This is an optimization exercise on Yosys and OpenROAD, whose aim is small area and a short achievable clock period, not a production implementation.
Where RTL was checked, it was by simulation tests only, not by an equivalence proof against the original.
Only the layout flow was run in runs 2 to 4; the RTL was not checked for function there.
No activity file was given, so power comes from the tool's default toggle rates.

==> flow/design.v (outline; a module is shown in full before it is edited, if it fits) <==
// module bv_cp2: 977 lines
module bv_cp2 (
    input  wire        clk,
    input  wire        rst,         
    input  wire        issue,       
    input  wire [5:0]  op,          
    input  wire [23:0] ga,
    input  wire [23:0] gb,
    output reg         r1_valid,    
    output wire [23:0] r1_data,     
    output reg         r2_valid,    
    output reg  [23:0] r2_data,     
    output reg         r1_ill       
);
  // ...
==> flow/flow/run.sh <==
#!/bin/bash
# The standard layout (the standard.sh, its synthesis unchanged), with
# timing repair asked to leave a setup slack of at least SETUP_SLACK_MARGIN
# ns at the design's clock period: the design's paths are far shorter than
# the period, so without the margin the repair steps do nothing. Every port
# still gets its own buffer, a buf_2 rather than the flow's default choice
# of a delay cell.
# make's full output goes to flow.log; each step's log is under orfs/logs.
set -euo pipefail
bash standard.sh SETUP_SLACK_MARGIN=8.75 "BUFFER_PORTS_ARGS=-buffer_cell sky130_fd_sc_hd__buf_2" finish > flow.log 2>&1
==> flow/standard.sh <==
#!/bin/bash
# synth_recipe.tcl (not shown) runs the flow's synth.tcl, then flattens the netlist and writes it again
# the make line also repeats each setting of config.mk as NAME=value (left out here)
make -C /OpenROAD-flow-scripts/flow DESIGN_CONFIG=/design/flow/config.mk WORK_HOME=/design/flow/orfs CLKGATE_MAP_FILE= SYNTH_SCRIPT=/design/flow/synth_recipe.tcl "${@:-finish}"
==> flow/config.mk <==
export PLATFORM = sky130hd
export DESIGN_NAME = bv_cp2
export DESIGN_NICKNAME = bv_cp2
export VERILOG_FILES = /design/flow/design.v
export SDC_FILE = /design/flow/constraint.sdc
export NUM_CORES = 4
export LEC_CHECK = 0
export CAP_MARGIN = 20
export CORE_MARGIN = 2
export CORE_UTILIZATION = 50
export PLACE_DENSITY = 0.75
export SLEW_MARGIN = 20
==> flow/constraint.sdc <==
create_clock -name core_clock -period 15.0 [get_ports {clk}]
set_input_delay 3.0000 -clock core_clock [delete_from_list [all_inputs] [get_ports {clk}]]
set_output_delay 3.0000 -clock core_clock [all_outputs]
set_load 0.01 [all_outputs]
==> results.txt, run 1 <==
Worst hold margin: 0.462 ns
FF-to-FF Start: ra[9]
Psw: 2.23 mW
Mux contribution to synthesized area: 2.19%
CP cell instances: buf_8 > a22oi_1 > xnor2_1 > fa_2 > fa_1 > inv_1 > fa_1 > fa_1 > fa_1 > inv_1 > ha_1 > ha_2 > nand2_1 > or4_1 > o211a_4 > o21ai_4 > a31oi_2 > or4_1 > nand3_1
Fmax: 0.162 GHz
Met3 usage: 9.36%
Vias: 25700
Met2 wire len: 42200 um
Fin worst setup slack: 8.81 ns
Busiest grt layer: met2
Top_reg_cell synth: dfxtp_1
Final min period: 6.19 ns
Sequential share of power: 13.7%
Status: finished clean
Syn_nets: 3888
Setup TNS Final: 0 ns
Largest delay share family, worst path: adder cells
Placed instance count: 4013
Synth Instances: 3381
Pre-CTS setup slack: 8.05 ns
Sequential power: 0.584 mW
Synth cell count leaders: 366 x inv_1, 328 x xnor2_1, 300 x fa_1, 294 x nand2_1, 272 x a22oi_1
Vias in the first global route: 24900
Drt drc: 0
Measured slew at the worst slew-check pin: 1.05 ns
First-pass GRT wire length: 146000 um
Top class by area: multi-input gates
Post-route cell area: 0.0306 mm2
Clock sink total: 194
Yosys top cell by area: fa_1
GRT met2 Usage: 51.4%
Sw Ratio: 52.2%
Reg2reg path depth: 19
Htree depth: 4
# resized after CTS: 106
Post-synth EDFFs: 0
Critical Path Source: ra[9]
==> inputs of run 2 (changes only) <==
--- a/flow/design.v
+++ b/flow/design.v
@@ -37,26 +37,41 @@
     wire dec_pwr  = (op == 6'h06);
     wire dec_mac  = (op == 6'h07) || (op == 6'h08);
     wire dec_rd   = (op >= 6'h0A) && (op <= 6'h0F);
     wire dec_conj = (op == 6'h04) || (op == 6'h08) || (op == 6'h06);
     wire [11:0] gai = ga[23:12];
     wire [11:0] gaq = ga[11:0];
     wire [11:0] gbi = gb[23:12];
     wire [11:0] gbq = gb[11:0];
-    wire k0 = gb[0];
-    wire k1 = gb[1];
-    wire [11:0] pi = op[2] ? 12'd0 : gai;
-    wire [11:0] qi = op[2] ? (k0 ? gaq : gai) : (op[1] ? 12'd0 : gbi);
-    wire        si = op[2] ? (k0 ^ k1) : op[0];
-    wire [11:0] pq = (op[2] | op[1]) ? 12'd0 : gaq;
-    wire [11:0] qq = op[2] ? (k0 ? gai : gaq) : (op[1] ? gaq : gbq);
-    wire        sq = op[2] ? k1 : (op[1] | op[0]);
-    wire [12:0] r1i = {pi[11], pi} + ({qi[11], qi} ^ {13{si}}) + {12'd0, si};
-    wire [12:0] r1q = {pq[11], pq} + ({qq[11], qq} ^ {13{sq}}) + {12'd0, sq};
+    wire [12:0] pai = {gai[11], gai};
+    wire [12:0] paq = {gaq[11], gaq};
+    wire [12:0] pbi = {gbi[11], gbi};
+    wire [12:0] pbq = {gbq[11], gbq};
+    wire [12:0] add_i = pai + pbi;
+    wire [12:0] add_q = paq + pbq;
+    wire [12:0] sub_i = pai - pbi;
+    wire [12:0] sub_q = paq - pbq;
+    wire [12:0] neg_i = -pai;
+    wire [12:0] neg_q = -paq;
+    reg [12:0] r1i, r1q;
+    always @* begin
+        case (op[2:0])
+            3'd0: begin r1i = add_i; r1q = add_q; end         
+            3'd1: begin r1i = sub_i; r1q = sub_q; end         
+            3'd2: begin r1i = pai;   r1q = neg_q; end         
+            default:                                          
+                case (gb[1:0])
+                    2'd0: begin r1i = pai;   r1q = paq;   end
+                    2'd1: begin r1i = neg_q; r1q = pai;   end
+                    2'd2: begin r1i = neg_i; r1q = neg_q; end
+                    default: begin r1i = paq; r1q = neg_i; end
+                endcase
+        endcase
+    end
     wire [23:0] gy = dec_pwr ? ga : gb;
     wire [12:0] gyi = {gy[23:12], 1'b0};
     wire [12:0] gyq = {gy[11:0], 1'b0};
     reg  [5:0]  d_one_i, d_two_i, d_neg_i, d_one_q, d_two_q, d_neg_q;
     integer n;
     wire dec_x = dec_mul | dec_pwr | dec_mac;
     always @* begin
         for (n = 0; n < 6; n = n + 1) begin
==> flow/run.sh (new file) <==
#!/bin/bash
# synth_recipe.tcl (not shown) runs the flow's synth.tcl, then flattens the netlist and writes it again
# the make line also repeats each setting of config.mk as NAME=value (left out here)
make -C /OpenROAD-flow-scripts/flow DESIGN_CONFIG=/design/flow/config.mk WORK_HOME=/design/flow/orfs CLKGATE_MAP_FILE= SYNTH_SCRIPT=/design/flow/synth_recipe.tcl finish
==> flow/config.mk (replaced) <==
export PLATFORM = sky130hd
export DESIGN_NAME = bv_cp2
export DESIGN_NICKNAME = bv_cp2
export VERILOG_FILES = /design/flow/design.v
export SDC_FILE = /design/flow/constraint.sdc
export NUM_CORES = 4
export LEC_CHECK = 0
export CAP_MARGIN = 20
export CORE_MARGIN = 2
export CORE_UTILIZATION = 30
export SLEW_MARGIN = 20
removed: flow/flow/run.sh
removed: flow/standard.sh
==> run 2 against run 1 <==
Core utilization shrank 22 points. Combinational power shrank 6%. Largest cell class unchanged. Register-to-register slack lost 1.3 ns. Critical path depth grew 1. Sequential cell count is the same. Still clean on timing, DRC and antenna. Via count grew 5.7%. Highest routed layer unchanged. Global-route usage shrank 11 points. Design area grew 3.2%. Critical path type unchanged. Setup slack lost 1.3 ns.
==> results.txt, run 2 <==
Hold Path Class: reg2reg
Post-route cell area: 0.0315 mm2 (+3.2%)
Post-Route Utilization: 33.1%
Worst setup EP type: register
Share of layout cells above drive strength 1: 4.57%
Clock skew: 0.0196 ns
Setup TNS Final: 0 ns (unchanged)
Post-Syn Area: 0.0289 mm2
Top cell type's share of synthesized area: 20.8%
First-pass GRT wire length: 170000 um (+17%)
Hold Violations, Final: 0
# resized after CTS: 0 (-100%)
Vias in the first global route: 26100 (+4.8%)
Area Overhead vs Synth: 8.98%
Relative slew slack: 34.5%
LEAKAGE: 12.8 nW
CP Max Fanout: 15
Fillers: 10100
Mux contribution to synthesized area: 1.15% (-1.0 points)
Die outline height: 315 um
Initial antenna violation count: 1
Worst R2R End: acc_re[31]
Clk slew on worst S/H paths: 0.08 ns
Synth cell types: 84
Synth cell count leaders: 408 x inv_1, 364 x xnor2_1, 300 x fa_1, 289 x nand2_1, 274 x a22oi_1
GR Overflow Total: 0
Vias: 27200 (+5.7%)
Hold Path Sink: r2_valid
Routed len/inst: 24.2 um
Initial core utilization: 30.4%
WP data required: 15.40 ns
Post-synth EDFFs: 0 (unchanged)
DRT iter0 DRCs: 3352
Yosys reg bits: 194
Register area share after synthesis: 13.4%
Commonest cells after routing, fill and taps aside: 408 x inv_1, 364 x xnor2_1, 300 x fa_1, 289 x nand2_1, 274 x a22oi_1
Top cells by area, synth: fa_1 21%, dfxtp_1 13%, xnor2_1 11%
Largest family of logic cells by synthesized area: adder cells
Most common cell after layout, fill and taps aside: inv_1
Synth Instances: 3579 (+5.9%)
Cell Area, Placed: 0.0309 mm2
Most common cell in the netlist: inv_1
DP HPWL: 80500 um
Measured slew at the worst slew-check pin: 0.981 ns (-0.0655 ns)
Worst VDD drop: 195 uV
Post-synthesis adder-cell area fraction: 27.7%
Final period utilization: 50.3%
Die area: 0.0990 mm2
Clock sink total: 194 (unchanged)
Design Power: 4.10 mW
Total setup buffers inserted after CTS: 0
Hold depth: 2
Pwr per Cell Area: 130 mW/mm2
Fmax: 0.133 GHz (-18%)
Hold Path Origin: v_rd
Final wirelength: 115000 um
Largest registers: acc_im (32), acc_re (32), r1r (26)
DR vias/cell: 5.72
Placer Congestion: 0.950
Critical Path AT: 7.94 ns
IO Port Bufs: 107
# hold bufs at CTS: 0
IO Pins: 108
CTS tree: done
Pre-CTS setup slack: 7.60 ns (-0.451 ns)
Top_reg_cell synth: dfxtp_1
Drt drc: 0 (unchanged)
Net count, final: 3985
Startpoint types: register
RSZ-0062 raised after global routing: false
Avg Inst Size Synth: 8.08 um2
First-pass DRT Iterations: 6
Reg2reg setup slack: 7.46 ns
Max-cap violations: 0
Fin worst setup slack: 7.46 ns (-1.35 ns)
Reg2reg path depth: 20 (+1)
CTS root buffer: clkbuf_16
FF-to-FF Start: ni[4]
Complex-gate fraction of the synthesized area: 22.9%
Post-synthesis simple-gate area fraction: 11.6%
Max-slew violations: 0
Largest net degree at the start of global routing: 62
Clock Latency Late Sink: 0.52 ns
Asr flop ratio synth: 0%
Antenna Nets Post-Route: 0
Synth warn: 1
Status: finished clean
CP Class: reg2reg
Final min period: 7.54 ns (+1.35 ns)
Syn_nets: 4095 (+5.3%)
# rows: 113
Post-synthesis xor/xnor area fraction: 13.3%
TritonCTS Buffers: 17
Htree depth: 4 (unchanged)
Setup-failing EPs final: 0
Gr usage total: 22.9%
Yosys top cell by area: fa_1
Core Area: 0.0953 mm2
Die Span X: 315 um
ANT cells: 0
Max clock buf depth: 2
[run 2: changes by cell type in the layout (fill, tap and decap cells not counted), moves of 27 or more]
cell,previous run,this run
o21ai_0,114,153
clkdlybuf4s50_1,0,106
nor3_1,30,58
a221oi_1,10,39
buf_4,23,81
buf_2,106,1
xnor2_1,322,364
buf_12,27,0
inv_1,366,408
[run 2: worst max-delay path by stage]
stage	start	end	cells past startpoint
after global placement	ni[4]	acc_re[31]	20
after floorplan	nq[1]	acc_re[31]	22
final	ni[4]	acc_re[31]	20
after detailed placement	ni[4]	acc_re[31]	20
after CTS	ni[4]	acc_re[31]	20
after global routing	ni[4]	acc_re[31]	20
[run 2: final cells by class]
type                            count  area (um2)  area share, %
Timing Repair Buffer              188        1670           5.31
Tap cell                         1265        1580           5.02
Clock buffer                       19         443           1.40
Multi-Input combinational cell   2650       22200           70.5
Sequential cell                   194        3890           12.3
Clock inverter                     13         150          0.476
Inverter                          418        1570           4.98
[run 2: routing by layer]
layer | global-route usage [%] | wire, um
met5 | 0 | 0
met4 | 9.38 | 5120
met3 | 5.67 | 13700
met2 | 35.1 | 50300
met1 | 30.5 | 46000
[run 2: kinds of logic after synthesis]
| group | count (synthesis) |
|---|---|
| buffers and inverters | 735 |
| and+or+nand+nor | 740 |
| xor gates and xnor gates | 440 |
| muxes | 33 |
| DFF | 194 |
| adders and majority gates | 460 |
| AOI/OAI and AO/OA | 977 |
[run 2: power breakdown]
part           switching (mW)  internal (mW)  total, mW  leakage (nW)
Combinational            1.93           1.09       3.02          10.9
Clock                   0.243          0.253      0.496         0.296
Sequential             0.0348          0.547      0.582          1.59
[run 2: metrics by stage]
stage | std cells | hold WS (ns)
4_1_cts | 4747 | 0.477
3_3_place_gp | 4715 | 0.461
5_1_grt | 4747 | 0.504
2_1_floorplan | 3579 | 0.329
3_5_place_dp | 4715 | 0.459
6_report | 4747 | 0.472
[run 2: critical path, stage by stage, from the launching register on]
cell       delay [ns]
dfxtp_1          0.85
inv_2            0.42
fa_1             0.56
fa_1             0.46
fa_1             0.46
fa_1             0.55
inv_1            0.06
fa_1             0.54
inv_1            0.06
fa_1             0.53
inv_1            0.04
ha_1             0.29
ha_1             0.41
nand3_1          0.11
nor2_1           0.13
nand3_1          0.14
a2111oi_0        0.80
o21ai_0          0.39
a21oi_1          0.28
o211ai_1         0.11
a32o_1           0.23
==> inputs of run 3 (changes only) <==
--- a/flow/config.mk
+++ b/flow/config.mk
@@ -8,4 +8,5 @@
 export CAP_MARGIN = 20
 export CORE_MARGIN = 2
-export CORE_UTILIZATION = 30
+export CORE_UTILIZATION = 50
+export PLACE_DENSITY = 0.75
 export SLEW_MARGIN = 20
==> run 3 against run 2 <==
Via count fell by 0.15%. Setup slack improved by 0.072 ns. Combinational power shrank 2%. Sequential cell count did not move. Core utilization is 21 points higher. Worst hold slack improved by 0.012 ns. Fmax increased by 0.96%. Design area is 2.2% lower. Synthesized area unchanged. Count of clock-buffer cells in the layout is 1 lower. Die area shrank 40%. Critical endpoint unchanged.
==> results.txt, run 3 <==
Max-cap violations: 0 (unchanged)
Top_reg_cell synth: dfxtp_1
TritonCTS Buffers: 17 (unchanged)
LEAKAGE: 12.7 nW (-0.41%)
Total setup buffers inserted after CTS: 0 (unchanged)
Die area: 0.0598 mm2 (-40%)
Core Area: 0.0575 mm2 (-40%)
# hold bufs at CTS: 0 (unchanged)
DRT iter0 DRCs: 3884 (+16%)
Top cell type's share of synthesized area: 20.8% (unchanged)
Cell mode on critical path: fa_1
Reg2reg path depth: 20 (unchanged)
Critical Path AT: 7.84 ns (-0.10 ns)
Area Overhead vs Synth: 6.59%
Commonest cells after routing, fill and taps aside: 408 x inv_1, 364 x xnor2_1, 300 x fa_1, 289 x nand2_1, 274 x a22oi_1
Hold Path Sink: acc_re[16]
Syn_nets: 4095 (unchanged)
# resized after CTS: 0 (unchanged)
Yosys reg bits: 194 (unchanged)
Max stage delay cell, worst path: dfxtp_1
Vias in the first global route: 26100 (-0.22%)
Fillers: 5438 (-46%)
Initial antenna violation count: 5 (+4)
DR vias/cell: 6.40 (+12%)
Initial core utilization: 50.3% (+20 points)
DP HPWL: 73500 um (-8.8%)
Synth Instances: 3579 (unchanged)
RSZ-0062 raised after global routing: false
Synth cell types: 84 (unchanged)
Max incr delay on CP: 0.86 ns (about the same)
Status: finished clean
Net count, final: 3977 (-0.20%)
Hold Path Origin: acc_re[16]
IO Port Bufs: 107 (unchanged)
Relative slew slack: 26.7% (-7.8 points)
Startpoint types: register
Max-slew violations: 0 (unchanged)
Setup TNS Final: 0 ns (unchanged)
Vias: 27100 (-0.15%)
Final period utilization: 49.8% (-0.48 points)
Reg2reg setup slack: 7.53 ns (+0.07 ns)
Yosys top cell by area: fa_1
Top cells by area, synth: fa_1 21%, dfxtp_1 13%, xnor2_1 11%
Most common cell after layout, fill and taps aside: inv_1
CTS tree: done
Multi-input gate area: 0.0222 mm2 (about the same)
Hold Violations, Final: 0 (unchanged)
Final min period: 7.47 ns (-0.0715 ns)
Register area share after synthesis: 13.4% (unchanged)
Post-synth EDFFs: 0 (unchanged)
First-pass DRT Iterations: 7 (+1)
Register area: 0.00389 mm2 (-0.13%)
Worst hold margin: 0.484 ns (+0.0119 ns)
Die outline height: 245 um (-22%)
Synth cell count leaders: 408 x inv_1, 364 x xnor2_1, 300 x fa_1, 289 x nand2_1, 274 x a22oi_1
Largest net degree at the start of global routing: 63 (+1.6%)
Routed len/inst: 24.6 um (+1.3%)
Pwr per Cell Area: 130 mW/mm2 (+0.31%)
Setup-failing EPs final: 0 (unchanged)
Clock skew: 0.0139 ns (-0.00570 ns)
FF-to-FF Start: ni[4]
Gr usage total: 34.4% (+12 points)
Placer Congestion: 0.990 (+4.2%)
Most common cell in the netlist: inv_1
Critical Path Source: ni[4]
Max clock buf depth: 2 (unchanged)
Die Span X: 245 um (-22%)
Post-Syn Area: 0.0289 mm2 (unchanged)
CTS root buffer: clkbuf_16
Final wirelength: 104000 um (-9.5%)
# rows: 88 (-22%)
Asr flop ratio synth: 0% (unchanged)
Largest registers: acc_im (32), acc_re (32), r1r (26)
IO Pins: 108 (unchanged)
WP data required: 15.37 ns (-0.03 ns)
Worst R2R End: acc_re[31]
Measured slew at the worst slew-check pin: 1.10 ns (+0.119 ns)
Share of layout cells above drive strength 1: 4.32% (-0.25 points)
Avg Inst Size Synth: 8.08 um2 (unchanged)
Htree depth: 4 (unchanged)
Clock Latency Late Sink: 0.49 ns (-0.03 ns)
Synth warn: 1 (unchanged)
Worst setup EP type: register
Clk slew on worst S/H paths: 0.08 ns (about the same)
Hold depth: 2 (unchanged)
CP Max Fanout: 15 (unchanged)
Fmax: 0.134 GHz (+0.96%)
First-pass GRT wire length: 157000 um (-7.8%)
Antenna Nets Post-Route: 0 (unchanged)
Placed instance count: 4207 (-11%)
Final std cells w/o fill: 4239 (-11%)
ANT cells: 0 (unchanged)
Drt drc: 0 (unchanged)
Worst VDD drop: 308 uV (+58%)
Hold Path Class: reg2reg
GR Overflow Total: 0 (unchanged)
CP cell instances: inv_2 > fa_1 > fa_1 > fa_1 > fa_1 > inv_1 > fa_1 > inv_1 > fa_1 > inv_1 > ha_1 > ha_1 > nand3_1 > nor2_1 > nand3_1 > a2111oi_1 > o21ai_0 > a21oi_1 > o211ai_1 > a32o_1
CP Class: reg2reg
Clock sink total: 194 (unchanged)
==> run 3: changes by cell type in the layout (fill, tap and decap cells not counted), sizes merged <==
cell and delta:
buf -8, inv +2, bufinv -1, clkbuf -1, clkinv -1, clkinvlp +1
==> run 3: area by class of cell <==
class / count / share of cell area [%]
clock buffers: 18 / 1.42
clock inverters: 14 / 0.467
inverters: 418 / 5.09
multi-input cells: 2650 / 72.1
flip-flops and latches: 194 / 12.6
well taps: 765 / 3.10
repair buffers: 180 / 5.23
==> run 3: critical path: cells and delay by family (launching register included) <==
| kind | cells | cell delay [ns] |
|---|---|---|
| compound gates | 5 | 1.76 |
| fa+ha+maj | 8 | 3.77 |
| buf+inv | 4 | 0.56 |
| flops | 1 | 0.86 |
| simple gates | 3 | 0.39 |
==> run 3: cell families after synthesis <==
kind of cell,Yosys count,synth area share (%)
AOI/OAI and AO/OA,977,22.9
buffers and inverters,735,9.85
and+or+nand+nor,740,11.6
adders and majority gates,460,27.7
DFF,194,13.4
xor gates and xnor gates,440,13.3
muxes,33,1.15
==> run 3: stage by stage <==
stage / setup slack [ns] / total power, mW / cell area (um2) / utilization (%)
global placement: 7.52 / 3.43 / 30300 / 52.6
CTS: 7.34 / 3.93 / 30800 / 53.6
finish: 7.53 / 4.02 / 30800 / 53.7
detailed placement: 7.36 / 3.45 / 30300 / 52.6
floorplan: 8.45 / 2.58 / 28900 / -
global route: 7.24 / 4.27 / 30800 / 53.7
==> run 3: where the power goes <==
| group | internal, mW | switching [mW] | leakage (nW) |
|---|---|---|---|
| sequential | 0.547 | 0.0322 | 1.59 |
| combinational | 1.08 | 1.89 | 10.8 |
| clock | 0.239 | 0.235 | 0.286 |
| total | 1.87 | 2.16 | 12.7 |
==> run 3: per-layer routing <==
metal	vias up	track usage (%)	wire [um]
met4	4	20.4	6960
met5	-	0	26
met3	468	9.20	14000
met2	1984	52.7	45300
li1	11900	-	-
met1	12800	43.4	37800
==> run 3: worst max path at each step <==
| stage | to | slack (ns) | cells after the start |
|---|---|---|---|
| 2_1_floorplan | acc_re[31] | 8.45 | 22 |
| 3_3_place_gp | acc_re[31] | 7.52 | 20 |
| 3_5_place_dp | acc_re[31] | 7.36 | 20 |
| 4_1_cts | acc_re[31] | 7.34 | 20 |
| 5_1_grt | acc_re[31] | 7.24 | 20 |
| 6_report | acc_re[31] | 7.53 | 20 |
==> inputs of run 4 (changes only) <==
==> flow/flow/run.sh (new file) <==
#!/bin/bash
# The standard layout, with timing repair aiming for setup slack of at
# least SETUP_SLACK_MARGIN ns at the design's clock period (the design's
# paths are far shorter than the period, so without a margin the repair
# has nothing to do).
set -euo pipefail
bash standard.sh SETUP_SLACK_MARGIN=9 finish > flow.log 2>&1
==> flow/standard.sh (new file) <==
#!/bin/bash
# synth_recipe.tcl (not shown) runs the flow's synth.tcl, then flattens the netlist and writes it again
# the make line also repeats each setting of config.mk as NAME=value (left out here)
make -C /OpenROAD-flow-scripts/flow DESIGN_CONFIG=/design/flow/config.mk WORK_HOME=/design/flow/orfs CLKGATE_MAP_FILE= SYNTH_SCRIPT=/design/flow/synth_recipe.tcl "${@:-finish}"
--- a/flow/config.mk
+++ b/flow/config.mk
@@ -8,5 +8,4 @@
 export CAP_MARGIN = 20
 export CORE_MARGIN = 2
-export CORE_UTILIZATION = 50
-export PLACE_DENSITY = 0.75
+export CORE_UTILIZATION = 30
 export SLEW_MARGIN = 20
removed: flow/run.sh
==> run 4 against run 3 <==
Still clean on timing, DRC and antenna. Synthesized area is the same. Wire length is 23% higher. Count of clock-buffer cells in the layout rose by 1. Sequential cell count stayed put. Fmax rose by 24%. Setup slack better by 1.4 ns. Sequential power up 1%. Total power increased by 22%. Via count rose by 6.0%. Global-route usage decreased by 11 points. Clock skew grew 0.0028 ns. Critical endpoint unchanged.
==> results.txt, run 4 <==
Status: finished clean
Post-synthesis simple-gate area fraction: 11.6% (unchanged)
Metal1 wirelength: 48200 um (+27%)
Logic pwr share: 78.1% (+4.3 points)
Setup-failing EPs final: 0 (unchanged)
CP Class: reg2reg
Vias: 28800 (+6.0%)
Post-synthesis adder-cell area fraction: 27.7% (unchanged)
Startpoint types: register
Complex-gate fraction of the synthesized area: 22.9% (unchanged)
Setup TNS Final: 0 ns (unchanged)
Register area share after synthesis: 13.4% (unchanged)
Synth Instances: 3579 (unchanged)
Htree depth: 4 (unchanged)
Final min period: 6.02 ns (-1.45 ns)
Routed wl met3: 18100 um (+30%)
Worst setup endpoint: acc_re[31]
Final period utilization: 40.1% (-9.7 points)
Met2 wire len: 52700 um (+16%)
First-pass DRT Iterations: 9 (+2)
Mux contribution to synthesized area: 1.15% (unchanged)
Sequential share of power: 11.9% (-2.5 points)
DR vias/cell: 5.89 (-7.9%)
Pwr per Cell Area: 138 mW/mm2 (+6.1%)
FF-to-FF Start: tq[4]
Register area: 0.00402 mm2 (+3.3%)
Uppermost layer routed: met5
Reg2reg setup slack: 8.98 ns (+1.45 ns)
Syn_nets: 4095 (unchanged)
Largest registers: acc_im (32), acc_re (32), r1r (26)
First-pass GRT wire length: 173000 um (+10%)
Worst VDD drop: 263 uV (-15%)
Max stage delay cell, worst path: fa_1
Clk slew on worst S/H paths: 0.08 ns (about the same)
Synth cell count leaders: 408 x inv_1, 364 x xnor2_1, 300 x fa_1, 289 x nand2_1, 274 x a22oi_1
Final wirelength: 128000 um (+23%)
Psw: 2.51 mW (+17%)
Placed instance count: 4720 (+12%)
IO Port Bufs: 107 (unchanged)
Drt drc: 0 (unchanged)
Initial antenna violation count: 6 (+1)
# hold bufs at CTS: 0 (unchanged)
Max clock buf depth: 2 (unchanged)
WP data required: 15.42 ns (+0.05 ns)
Clk pwr share: 9.9% (-1.9 points)
Reg2reg path depth: 21 (+5.0%)
Int Power: 2.40 mW (+28%)
Top_reg_cell synth: dfxtp_1
Relative slew slack: 33.5% (+6.8 points)
Multi-input gate area: 0.0234 mm2 (+5.2%)
CP cell instances: buf_12 > a22oi_2 > xnor2_2 > fa_1 > fa_2 > fa_1 > inv_1 > fa_1 > inv_1 > fa_1 > inv_1 > ha_4 > ha_4 > a21oi_2 > o22ai_2 > o41a_1 > a21o_1 > o21ai_2 > a21oi_2 > or4_1 > a32o_1
Cell mode on critical path: fa_1
Most common cell after layout, fill and taps aside: inv_1
Vias in the first global route: 26600 (+2.0%)
IO Pins: 108 (unchanged)
Post-synth EDFFs: 0 (unchanged)
GR Overflow Total: 0 (unchanged)
Clock Latency Late Sink: 0.53 ns (+0.04 ns)
Largest net degree at the start of global routing: 63 (unchanged)
Worst R2R End: acc_re[31]
Hold Violations, Final: 0 (unchanged)
Core Area: 0.0953 mm2 (+66%)
RSZ-0062 raised after global routing: true
Net count, final: 4113 (+3.4%)
Max incr delay on CP: 0.54 ns (-0.32 ns)
Yosys reg bits: 194 (unchanged)
Die Span X: 315 um (+29%)
Die area: 0.0990 mm2 (+65%)
Die outline height: 315 um (+29%)
Placer Congestion: 0.920 (-7.1%)
Post-Syn Area: 0.0289 mm2 (unchanged)
CTS tree: done
Synth warn: 1 (unchanged)
Commonest cells after routing, fill and taps aside: 392 x inv_1, 343 x xnor2_1, 284 x nand2_1, 274 x fa_1, 236 x a22oi_1
Hold Path Class: reg2reg
# rows: 113 (+28%)
Clock skew: 0.0167 ns (+0.00284 ns)
CP Max Fanout: 12 (-3)
Worst setup EP type: register
Max-cap violations: 0 (unchanged)
Largest family of logic cells by synthesized area: adder cells
Avg Inst Size Synth: 8.08 um2 (unchanged)
LEAKAGE: 14.2 nW (+12%)
Clock sink total: 194 (unchanged)
Yosys top cell by area: fa_1
Max-slew violations: 0 (unchanged)
Top cell type's share of synthesized area: 20.8% (unchanged)
Sw Ratio: 51.2% (-2.4 points)
Critical Path Source: tq[4]
Post-synthesis xor/xnor area fraction: 13.3% (unchanged)
Fillers: 9689 (+78%)
Worst hold margin: 0.485 ns (+0.00116 ns)
Area Overhead vs Synth: 22.6%
Fmax: 0.166 GHz (+24%)
Measured slew at the worst slew-check pin: 0.997 ns (-0.103 ns)
Final std cells w/o fill: 4879 (+15%)
Routed len/inst: 26.2 um (+6.5%)
TritonCTS Buffers: 17 (unchanged)
Antenna Nets Post-Route: 0 (unchanged)
Initial core utilization: 30.4% (-20 points)
DRT iter0 DRCs: 4590 (+18%)
Gr usage total: 23.3% (-11 points)
Asr flop ratio synth: 0% (unchanged)
DP HPWL: 78300 um (+6.6%)
CTS root buffer: clkbuf_16
Share of layout cells above drive strength 1: 14.5% (+10 points)
Most common cell in the netlist: inv_1
Critical Path AT: 6.44 ns (-1.40 ns)
Top cells by area, synth: fa_1 21%, dfxtp_1 13%, xnor2_1 11%
Synth cell types: 84 (unchanged)
-- run 4: cell count changes in the layout (fill, tap and decap cells not counted), moves of 34 or more --
cell,delta
buf_12,+58
a22oi_2,+38
a22oi_1,-38
dfxtp_1,-35
dfxtp_4,+34
-- run 4: kinds of logic after synthesis --
family,after synthesis
and+or+nand+nor,740
buffers and inverters,735
adders and majority gates,460
AOI/OAI and AO/OA,977
DFF,194
xor gates and xnor gates,440
muxes,33
-- run 4: per-stage QoR --
stage                     utilization [%]  worst slack (ns)  power [mW]  cell area [um2]
after CTS                            34.8              8.84        4.29            33200
final                                37.2              8.98        4.91            35500
after global routing                 37.2              8.86        5.19            35500
after global placement               32.5              7.93        3.49            31000
after floorplan                         -              8.95        2.59            29100
after detailed placement             32.5              7.83        3.49            31000
-- run 4: cell type report --
type                            count  area share [%]
Inverter                          418            4.60
Multi-Input combinational cell   2651            66.0
Clock inverter                     13           0.395
Sequential cell                   194            11.3
Timing Repair Buffer              315            11.9
Antenna cell                        4          0.0282
Tap cell                         1265            4.46
Clock buffer                       19            1.28
-- run 4: timing repair --
item | 4_1_cts | 5_1_grt
pin swaps | 25 | 114
resized for setup | 278 | 252
endpoints found under the setup margin | 83 | 70
buffers inserted | 16 | 66
cloned | 11 | 30
-- run 4: metal layers --
| metal | GRT usage [%] | vias up |
|---|---|---|
| met4 | 10.6 | 6 |
| li1 | - | 12200 |
| met2 | 35.0 | 2176 |
| met3 | 6.19 | 642 |
| met5 | 0 | - |
| met1 | 31.2 | 13700 |
-- run 4: how the worst min path moves through the flow --
stage,from,endpoint,slack [ns],depth (start not counted)
floorplan,v_mul,r2m,0.33,0
global placement,acc_re[3],acc_re[3],0.46,2
detailed placement,acc_re[3],acc_re[3],0.48,2
CTS,acc_re[3],acc_re[3],0.49,2
global route,acc_re[3],acc_re[3],0.51,2
finish,acc_re[3],acc_re[3],0.48,2
-- run 4: power groups by stage --
stage	sequential, mW	clock (mW)	combinational [mW]
3_3_place_gp	0.593	0	2.89
2_1_floorplan	0.571	0	2.02
5_1_grt	0.588	0.514	4.09
4_1_cts	0.583	0.496	3.21
3_5_place_dp	0.593	0	2.90
6_report	0.586	0.487	3.84
-- run 4: critical path, delay by kind of cell (launching register included) --
kind	cells	cell delay [ns]
xor gates and xnor gates	1	0.21
and+or+nand+nor	1	0.47
AOI/OAI and AO/OA	8	1.49
adders and majority gates	7	2.90
DFF	1	0.43
buffers and inverters	4	0.36

## static timing again, ports no longer ideal
How much do the figures lean on ideal ports? The routed layouts below were timed once more, with nothing changed but the port constraints. Step 1 (the two cells are an assumption about what drives the block):
set clk [get_ports {clk}]
set_driving_cell -lib_cell sky130_fd_sc_hd__clkbuf_16 $clk
set_driving_cell -lib_cell sky130_fd_sc_hd__buf_2 [delete_from_list [all_inputs] $clk]
Step 2 moves the port delays by t, midway between the first and last clock arrival at a register: inputs arrive t later, outputs are due t later. That takes back most of the time a late clock gives input paths. Three values: ideal ports, drivers, drivers and shift; two values: the first two.
| run | shift t [ns] | slack for setup (ns) | hold WS [ns] |
|---|---|---|---|
| run 1 | 0.538 | 8.809 / 8.809 / 8.589 | 0.462 / 0.462 / 0.462 |
| run 2 | 0.579 | 7.461 / 7.461 / 7.461 | 0.472 / 0.472 / 0.472 |
| run 3 | 0.538 | 7.532 / 7.532 / 7.532 | 0.484 / 0.484 / 0.484 |
| run 4 | 0.585 | 8.981 / 8.981 / 8.551 | 0.485 / 0.485 / 0.485 |
After both steps every run listed still meets setup and hold. For run 4, which loses most, drivers alone change the setup slack by 0.000 ns; drivers and shift together by -0.430 ns.
